Background: an optimization exercise with open tools, aiming at small area, a short achievable clock period and few clock cycles per item. Do not read the settings as production practice. In this exercise RTL edits were held to simulation tests only and were not proved equivalent to the original.

==> v38 <==
// sluice_placer
module sluice_placer #(
    parameter NR = 2             
) (
    input  wire        clk,
    input  wire        rst,
    input  wire        cmd_valid,
    output wire        cmd_ready,
    input  wire [2:0]  cmd_op,
    input  wire        cmd_lane,
    input  wire [8:0]  cmd_onu,
    input  wire [16:0] cmd_len,
    input  wire [16:0] cmd_pos,
    input  wire [7:0]  cmd_ovh,
    input  wire        cmd_grant,
    input  wire        cmd_torrent,
    input  wire [47:0] cmd_fns,
    input  wire [31:0] cmd_period,
    input  wire [31:0] cmd_phase,
    output reg         rsp_valid,
    output reg  [1:0]  rsp_status,
    output reg  [16:0] rsp_start,
    output reg  [7:0]  rsp_steps,
    output wire [16:0] rsp_cur0,
    output wire [16:0] rsp_cur1
);
clock: 11.0 ns
lec_check: 0
cap_margin: 20
core_margin: 2
core_utilization: 50
setup_slack_margin: 4
slew_margin: 20
run.sh (not shown) runs the stock make flow with config.mk's settings and CLKGATE_MAP_FILE= SYNTH_SCRIPT=/design/flow/synth_recipe.tcl, a recipe that flattens the netlist after the stock synthesis.
==> v1 (differences from v38) <==
--- a/flow/design.v
+++ b/flow/design.v
@@ -146,92 +146,88 @@
     reg [7:0]  c_ovh;
     reg        c_grant;
     reg        c_torrent;
     reg [47:0] c_fns;
     reg [31:0] c_per;
     reg [31:0] c_ph;
     reg [17:0] c_inc;               
     reg [17:0] c_xlo;               
+    reg [17:0] c_xend;              
     reg [33:0] c_p3;                
-    reg        cont_q;              
     assign cmd_ready = ready_r;
     wire accept = cmd_valid & ready_r;
-    wire [17:0] in_inc, in_xlo;
+    wire [17:0] in_inc, in_xlo, in_xend;
     wire [33:0] in_p3;
-    wire        co_u0, co_u1, co_u3;
+    wire        co_u0, co_u1, co_u2, co_u3;
     sluice_add #(.W(18)) u_inc  (.a({1'b0, cmd_len}), .b({10'd0, cmd_ovh}), .ci(1'b0),
                                  .s(in_inc), .co(co_u0));
     sluice_add #(.W(18)) u_xlo  (.a({1'b0, cmd_pos}), .b(~{10'd0, cmd_ovh}), .ci(1'b1),
                                  .s(in_xlo), .co(co_u1));
+    sluice_add #(.W(18)) u_xend (.a({1'b0, cmd_pos}), .b({1'b0, cmd_len}), .ci(1'b0),
+                                 .s(in_xend), .co(co_u2));
     sluice_add #(.W(34)) u_p3   (.a({2'b00, cmd_period}), .b({1'b0, cmd_period, 1'b0}), .ci(1'b0),
                                  .s(in_p3), .co(co_u3));
     reg [2:0]  mode;
     reg        lane_q;              
     reg        x_lane;
     reg        x_grant;
     reg [8:0]  x_onu;
     reg [16:0] xw;                  
     reg [17:0] xa;                  
     reg [8:0]  x_o;                 
     reg [17:0] x_inc;               
     reg [15:0] ov_r;                
     reg        sbig;                
     reg [31:0] r;                   
     reg [NG-1:0] oh;                
-    reg [17:0] g2;                  
+    reg [16:0] g;                   
     reg        gbig;
     reg [16:0] p17;
     reg        pbig;
     reg [7:0]  steps;
     reg [2:0]  j_in;
     always @(*) begin
         if      (cmd_period[31:28] != 4'd0) j_in = 3'd7;
         else if (cmd_period[27:24] != 4'd0) j_in = 3'd6;
         else if (cmd_period[23:20] != 4'd0) j_in = 3'd5;
         else if (cmd_period[19:16] != 4'd0) j_in = 3'd4;
         else if (cmd_period[15:12] != 4'd0) j_in = 3'd3;
         else                                j_in = 3'd2;
     end
-    reg [31:0] r_j0, r_j1;
+    reg [31:0]   r_in;
+    reg [NG-1:0] oh_in;
     always @(*) begin
         case (j_in)
-        3'd7:    begin r_j0 = {4'd0,  cmd_fns[47:20]}; r_j1 = cmd_fns[47:16];          end
-        3'd6:    begin r_j0 = {8'd0,  cmd_fns[47:24]}; r_j1 = {4'd0,  cmd_fns[47:20]}; end
-        3'd5:    begin r_j0 = {12'd0, cmd_fns[47:28]}; r_j1 = {8'd0,  cmd_fns[47:24]}; end
-        3'd4:    begin r_j0 = {16'd0, cmd_fns[47:32]}; r_j1 = {12'd0, cmd_fns[47:28]}; end
-        3'd3:    begin r_j0 = {20'd0, cmd_fns[47:36]}; r_j1 = {16'd0, cmd_fns[47:32]}; end
-        default: begin r_j0 = {24'd0, cmd_fns[47:40]}; r_j1 = {20'd0, cmd_fns[47:36]}; end
+        3'd7:    r_in = {4'd0,  cmd_fns[47:20]};
+        3'd6:    r_in = {8'd0,  cmd_fns[47:24]};
+        3'd5:    r_in = {12'd0, cmd_fns[47:28]};
+        3'd4:    r_in = {16'd0, cmd_fns[47:32]};
+        3'd3:    r_in = {20'd0, cmd_fns[47:36]};
+        default: r_in = {24'd0, cmd_fns[47:40]};
         endcase
+        oh_in = {{(NG-1){1'b0}}, 1'b1} << (NG - 1 - (4 * j_in) / GB);
     end
-    wire       j1_ok;
-    sluice_lt #(.W(32)) u_j1 (.a(r_j1), .b(cmd_period), .lt(j1_ok));
-    wire [3:0] jn_in = {1'b0, j_in} + {3'd0, j1_ok};
-    wire [31:0] r_in = j1_ok ? r_j1 : r_j0;
-    wire [NG-1:0] oh_in = {{(NG-1){1'b0}}, 1'b1} << (NG - 1 - (4 * jn_in) / GB);
-    reg [GB-1:0] grp, grp_in, grp_nx;
+    reg [GB-1:0] grp;
     integer gi;
     always @(*) begin
-        grp_in = {GB{1'b0}};
-        grp_nx = {GB{1'b0}};
-        for (gi = 0; gi < NG; gi = gi + 1) begin
-            grp_in = grp_in | ({GB{oh_in[gi]}} & cmd_fns[GB*gi +: GB]);
-            if (gi < NG - 1)
-                grp_nx = grp_nx | ({GB{oh[gi+1]}} & c_fns[GB*gi +: GB]);
-        end
+        grp = {GB{1'b0}};
+        for (gi = 0; gi < NG; gi = gi + 1)
+            grp = grp | ({GB{oh[gi]}} & c_fns[GB*gi +: GB]);
     end
     wire [31:0] r_next;
     sluice_div #(.N(NR)) u_div (.r(r), .b(grp), .p(c_per), .p3(c_p3), .r_out(r_next));
     wire [32:0] gd;
     wire        gd_ge;
     sluice_add #(.W(33)) u_gd (.a({1'b0, c_ph}), .b(~{1'b0, r}), .ci(1'b1), .s(gd), .co(gd_ge));
     wire [32:0] gp;
     wire        gp_co;
     sluice_add #(.W(33)) u_gp (.a(gd), .b({1'b0, c_per}), .ci(1'b0), .s(gp), .co(gp_co));
     wire [31:0] g0 = gd_ge ? gd[31:0] : gp[31:0];
+    wire [17:0] g2  = torrent ? {g, 1'b0} : {1'b0, g};
     wire [32:0] gw  = {15'd0, g2};
     wire [32:0] t0  = gw << 13;
     wire [32:0] t1  = gw << 8;
     wire [32:0] t2  = gw << 1;
     wire [32:0] t3  = gw >> 3;
     wire [32:0] t4  = gw >> 7;
     wire [32:0] t5  = ~(gw << 11);
     wire [32:0] t6  = ~(gw << 5);
@@ -253,46 +249,46 @@
     sluice_add #(.W(33)) u_sv (.a(e0), .b(e1), .ci(1'b0), .s(sv), .co(sv_co));
     wire [16:0] s_new = sv[30:14];
     wire [32:0] ot = {{10{x_o[8]}}, x_o, 14'd0};
     wire [32:0] f0 = e0 ^ e1 ^ ot,  f1 = ((e0 & e1) | (e0 & ot) | (e1 & ot)) << 1;
     wire [32:0] sa;
     wire        sa_co;
     sluice_add #(.W(33)) u_sa (.a(f0), .b(f1), .ci(1'b0), .s(sa), .co(sa_co));
     wire [17:0] a_new = {sa[32], sa[30:14]};
-    wire [16:0] g  = torrent ? g2[17:1] : g2[16:0];
     wire [17:0] g_add;
     wire        g_add_co;
     sluice_add #(.W(17)) u_gadd (.a(g), .b(p17), .ci(1'b0), .s(g_add[16:0]), .co(g_add_co));
     assign g_add[17] = g_add_co;
     wire        g_nbig = gbig | pbig | g_add[17];
-    wire [17:0] g2_add = torrent ? {g_add[16:0], 1'b0} : {1'b0, g_add[16:0]};
-    wire [17:0] g2_0   = torrent ? {g0[16:0], 1'b0} : {1'b0, g0[16:0]};
     wire        is_fit  = (mode == M_FIT1);
     wire        is_chk  = (mode == M_CHK);
     wire        run_c   = (mode == M_IDLE) & cv;
     wire        lane    = lane_q;
     wire [16:0] cur_l   = lane ? cur1 : cur0;
     wire [10:0] items_l = lane ? items1 : items0;
     wire [15:0] rv_l    = lane ? rv1 : rv0;
+    wire        contf_l = lane ? contf1 : contf0;
+    wire [8:0]  lonu_l  = lane ? lonu1 : lonu0;
     reg  [16:0] rlo_l [0:15];
     reg  [16:0] rhi_l [0:15];
     integer k;
     always @(*) begin
         for (k = 0; k < 16; k = k + 1) begin
             rlo_l[k] = lane ? rlo1[k] : rlo0[k];
             rhi_l[k] = lane ? rhi1[k] : rhi0[k];
         end
     end
-    wire        use_ovh = c_grant & ~cont_q;
+    wire        cont    = c_grant & contf_l & (lonu_l == c_onu);
+    wire        use_ovh = c_grant & ~cont;
     wire        flow_c  = ~is_fit & ~is_chk & (c_op == OP_FLOW);
     wire        use_x   = is_fit | is_chk;
     wire [17:0] A = is_fit ? {1'b0, xw} : is_chk ? xa : flow_c ? {1'b0, cur_l} : c_xlo;
-    wire [17:0] X = use_x ? {1'b0, xw} : flow_c ? {1'b0, cur_l} : {1'b0, c_pos};
-    wire [17:0] Y = use_x ? x_inc : (flow_c && use_ovh) ? c_inc : {1'b0, c_len};
+    wire [17:0] X = use_x ? {1'b0, xw} : flow_c ? {1'b0, cur_l} : c_xend;
+    wire [17:0] Y = use_x ? x_inc : !flow_c ? 18'd0 : use_ovh ? c_inc : {1'b0, c_len};
     wire [17:0] B;
     wire        co_b;
     sluice_add #(.W(18)) u_b (.a(X), .b(Y), .ci(1'b0), .s(B), .co(co_b));
     wire [16:0] s_fl;
     wire        co_s;
     sluice_add #(.W(17)) u_s (.a(use_x ? xw : cur_l),
                               .b(use_x ? {8'd0, x_o} : use_ovh ? {9'd0, c_ovh} : 17'd0),
                               .ci(1'b0), .s(s_fl), .co(co_s));
@@ -369,110 +365,97 @@
     wire [2:0] op_n    = accept ? cmd_op : c_op;
     wire       ready_n = (mode_n != M_MOD) && (mode_n != M_G) &&
                          (!cv_n || (mode_n == M_IDLE && op_n != OP_ALIGN));
     wire       xl_n    = (run_c && (c_op == OP_FLOW || c_op == OP_ALIGN)) ? c_lane : x_lane;
     wire       cl_n    = accept ? cmd_lane : c_lane;
     wire       lane_n  = (mode_n == M_FIT0 || mode_n == M_FIT1 || mode_n == M_CHK) ? xl_n : cl_n;
     wire flow_ok  = (flow_c & run_c | is_fit) & !b_over & !any_ov & !f_nofit;
     wire fixed_ok = (run_c & (c_op == OP_FIXED) | is_chk & !sbig) & !x_late & !x_nofit;
-    wire       upd0    = flow_ok & !lane;
-    wire       upd1    = flow_ok & lane;
-    wire       n_grant = is_fit ? x_grant : c_grant;
-    wire [8:0] n_onu   = is_fit ? x_onu : c_onu;
-    wire       curop   = run_c && (c_op == OP_SETPOS || c_op == OP_PAD);
-    wire       clr0    = run_c && (c_op == OP_RUN || (curop && !c_lane && cpos_v != cur0) ||
-                                   (c_op == OP_SYNC && c0_lt_c1));
-    wire       clr1    = run_c && (c_op == OP_RUN || (curop && c_lane && cpos_v != cur1) ||
-                                   (c_op == OP_SYNC && c1_lt_c0));
-    wire       contf0_n = upd0 ? n_grant : clr0 ? 1'b0 : contf0;
-    wire       contf1_n = upd1 ? n_grant : clr1 ? 1'b0 : contf1;
-    wire [8:0] s_onu   = accept ? cmd_onu : c_onu;
-    wire       s_lane  = accept ? cmd_lane : c_lane;
-    wire       s_grant = accept ? cmd_grant : c_grant;
-    wire       eq0     = upd0 ? (n_onu == s_onu) : (lonu0 == s_onu);
-    wire       eq1     = upd1 ? (n_onu == s_onu) : (lonu1 == s_onu);
-    wire       cont_n  = s_grant & (s_lane ? (contf1_n & eq1) : (contf0_n & eq0));
     always @(posedge clk) begin
         if (rst) begin
             ready_r   <= 1'b1;
             cv        <= 1'b0;
             mode      <= M_IDLE;
             rsp_valid <= 1'b0;
         end else begin
             ready_r   <= ready_n;
             cv        <= cv_n;
             mode      <= mode_n;
             rsp_valid <= 1'b0;
         end
         lane_q <= lane_n;
-        cont_q <= cont_n;
-        if (!rst) begin
-            contf0 <= contf0_n;
-            contf1 <= contf1_n;
-            if (upd0) lonu0 <= n_onu;
-            if (upd1) lonu1 <= n_onu;
-        end
         if (accept) begin
             c_op      <= cmd_op;
             c_lane    <= cmd_lane;
             c_onu     <= cmd_onu;
             c_len     <= cmd_len;
             c_pos     <= cmd_pos;
             c_ovh     <= cmd_ovh;
             c_grant   <= cmd_grant;
             c_torrent <= cmd_torrent;
             c_fns     <= cmd_fns;
             c_per     <= cmd_period;
             c_ph      <= cmd_phase;
             c_inc     <= in_inc;
             c_xlo     <= in_xlo;
+            c_xend    <= in_xend;
             c_p3      <= in_p3;
             r         <= r_in;
             oh        <= oh_in;
-            grp       <= grp_in;
         end else if ((run_c && c_op == OP_ALIGN) || mode == M_MOD) begin
             r         <= r_next;
             oh        <= oh >> 1;
-            grp       <= grp_nx;
         end
         if (run_c && c_op == OP_RUN) begin
             items0 <= 11'd0;
             items1 <= 11'd0;
         end else if (!rst && (flow_ok || fixed_ok)) begin
             if (lane) items1 <= items1 + 11'd1;
             else      items0 <= items0 + 11'd1;
         end
         if (!rst && flow_ok) begin
-            if (lane) cur1 <= B[16:0];
-            else      cur0 <= B[16:0];
+            if (lane) begin
+                cur1 <= B[16:0]; contf1 <= is_fit ? x_grant : c_grant; lonu1 <= is_fit ? x_onu : c_onu;
+            end else begin
+                cur0 <= B[16:0]; contf0 <= is_fit ? x_grant : c_grant; lonu0 <= is_fit ? x_onu : c_onu;
+            end
         end
         if (!rst) begin
         case (mode)
         M_IDLE: if (cv) begin
             rsp_start  <= 17'd0;
             rsp_steps  <= 8'd0;
             rsp_status <= ST_OK;
             case (c_op)
             OP_RUN: begin
                 rsp_valid <= 1'b1;
                 fb      <= fb_in;
                 torrent <= c_torrent;
                 cur0    <= run_v;
                 cur1    <= run_v;
+                contf0  <= 1'b0;
+                contf1  <= 1'b0;
             end
             OP_SETPOS, OP_PAD: begin
                 rsp_valid <= 1'b1;
-                if (c_lane) cur1 <= cpos_v;
-                else        cur0 <= cpos_v;
+                if (c_lane) begin
+                    cur1 <= cpos_v;
+                    if (cpos_v != cur1) contf1 <= 1'b0;
+                end else begin
+                    cur0 <= cpos_v;
+                    if (cpos_v != cur0) contf0 <= 1'b0;
+                end
             end
             OP_SYNC: begin
                 rsp_valid <= 1'b1;
                 cur0 <= sync_v;
                 cur1 <= sync_v;
+                if (c0_lt_c1) contf0 <= 1'b0;
+                if (c1_lt_c0) contf1 <= 1'b0;
             end
             OP_FLOW: begin
                 if (b_over || (!any_ov && f_nofit)) begin
                     rsp_valid  <= 1'b1;
                     rsp_status <= ST_NOFIT;
                 end else if (!any_ov) begin
                     rsp_valid <= 1'b1;
                     rsp_start <= s_fl;
@@ -513,33 +496,33 @@
                 rsp_valid  <= 1'b1;
                 rsp_status <= ST_NOFIT;
             end else if (!any_ov) begin
                 rsp_valid <= 1'b1;
                 rsp_start <= s_fl;
             end
         end
         M_G: begin
-            g2   <= g2_0;
+            g    <= g0[16:0];
             gbig <= |g0[31:17];
             p17  <= c_per[16:0];
             pbig <= |c_per[31:17];
         end
         M_S: begin
             xw   <= s_new;
             xa   <= a_new;
             sbig <= gbig;
-            g2   <= g2_add;
+            g    <= g_add[16:0];
             gbig <= g_nbig;
         end
         M_CHK: begin
             xw    <= s_new;
             xa    <= a_new;
             sbig  <= gbig;
-            g2    <= g2_add;
+            g     <= g_add[16:0];
             gbig  <= g_nbig;
             steps <= steps + 8'd1;
             rsp_start  <= 17'd0;
             rsp_steps  <= steps + 8'd1;
             rsp_status <= ST_OK;
             if (sbig || b_over) begin
                 rsp_valid  <= 1'b1;
                 rsp_status <= ST_LATE;
CORE_UTILIZATION = 40   (was 50)
SETUP_SLACK_MARGIN = 5   (was 4)
==> results.json <==
{
  "wl_met1_um": 155000,
  "hold_slack_ps": 506,
  "finalInstanceArea_um2": 134000,
  "synth_common_cells": "edfxtp_1 (1565), ha_1 (1147), inv_1 (899)",
  "power_leakage_uw": 0.0547,
  "status": "finished clean",
  "fillCellCount": 23994,
  "synthXorXnorAreaFrac_pct": 2.62,
  "cp_max_fo": 6,
  "num-multi-input-gates": 6556,
  "fin_util_pct": 49.2,
  "p_seq_share_pct": 19.2,
  "inverters": 908,
  "antenna_cells": 14
}
[end of results for v1]
==> results.json <==
{
  "power_leakage_uw": 0.0517,
  "status": "finished clean",
  "num-multi-input-gates": 6709,
  "antenna_cells": 7,
  "synthXorXnorAreaFrac_pct": 2.71,
  "cp_max_fo": 8,
  "fin_util_pct": 58.6
}
[end of results for v38]
Testbench counts of v38, summed over its fixed seeds: cycles 37,806, items 19,544.
Testbench counts of v1, summed over its fixed seeds: cycles 38,514, items 19,544.

==> separate check: timing with driven ports <==
Ports are ideal in the flow. The routed layouts listed here were re-timed in OpenROAD. Step 1: set_driving_cell puts a clkbuf_16 on clk and a buf_2 on each other input, an assumption about the parent block. Step 2 adds t to the input delays and takes it off the output delays; t is the mean of the earliest and latest rising clock arrival at the registers after step 1. Input paths then give back, and output paths get back, about the clock's delay inside the block. a / b / c = no drivers / after step 1 / after step 2; a / b = the first two.
run | shift t [ns] | setup WS [ns] | worst setup path after step 2 | worst data-port slew with drivers (ns) | pins driven straight from the clock port
v38 | 0.924 | 3.957 / 3.957 / 3.259 | input to register | 0.13 | 1
v1 | 0.968 | 3.281 / 3.281 / 3.281 | register to register | 0.20 | 1
After both steps setup and hold are still met in every run listed. For v38, which loses most, drivers alone change the setup slack by 0.000 ns; drivers and shift together by -0.698 ns.
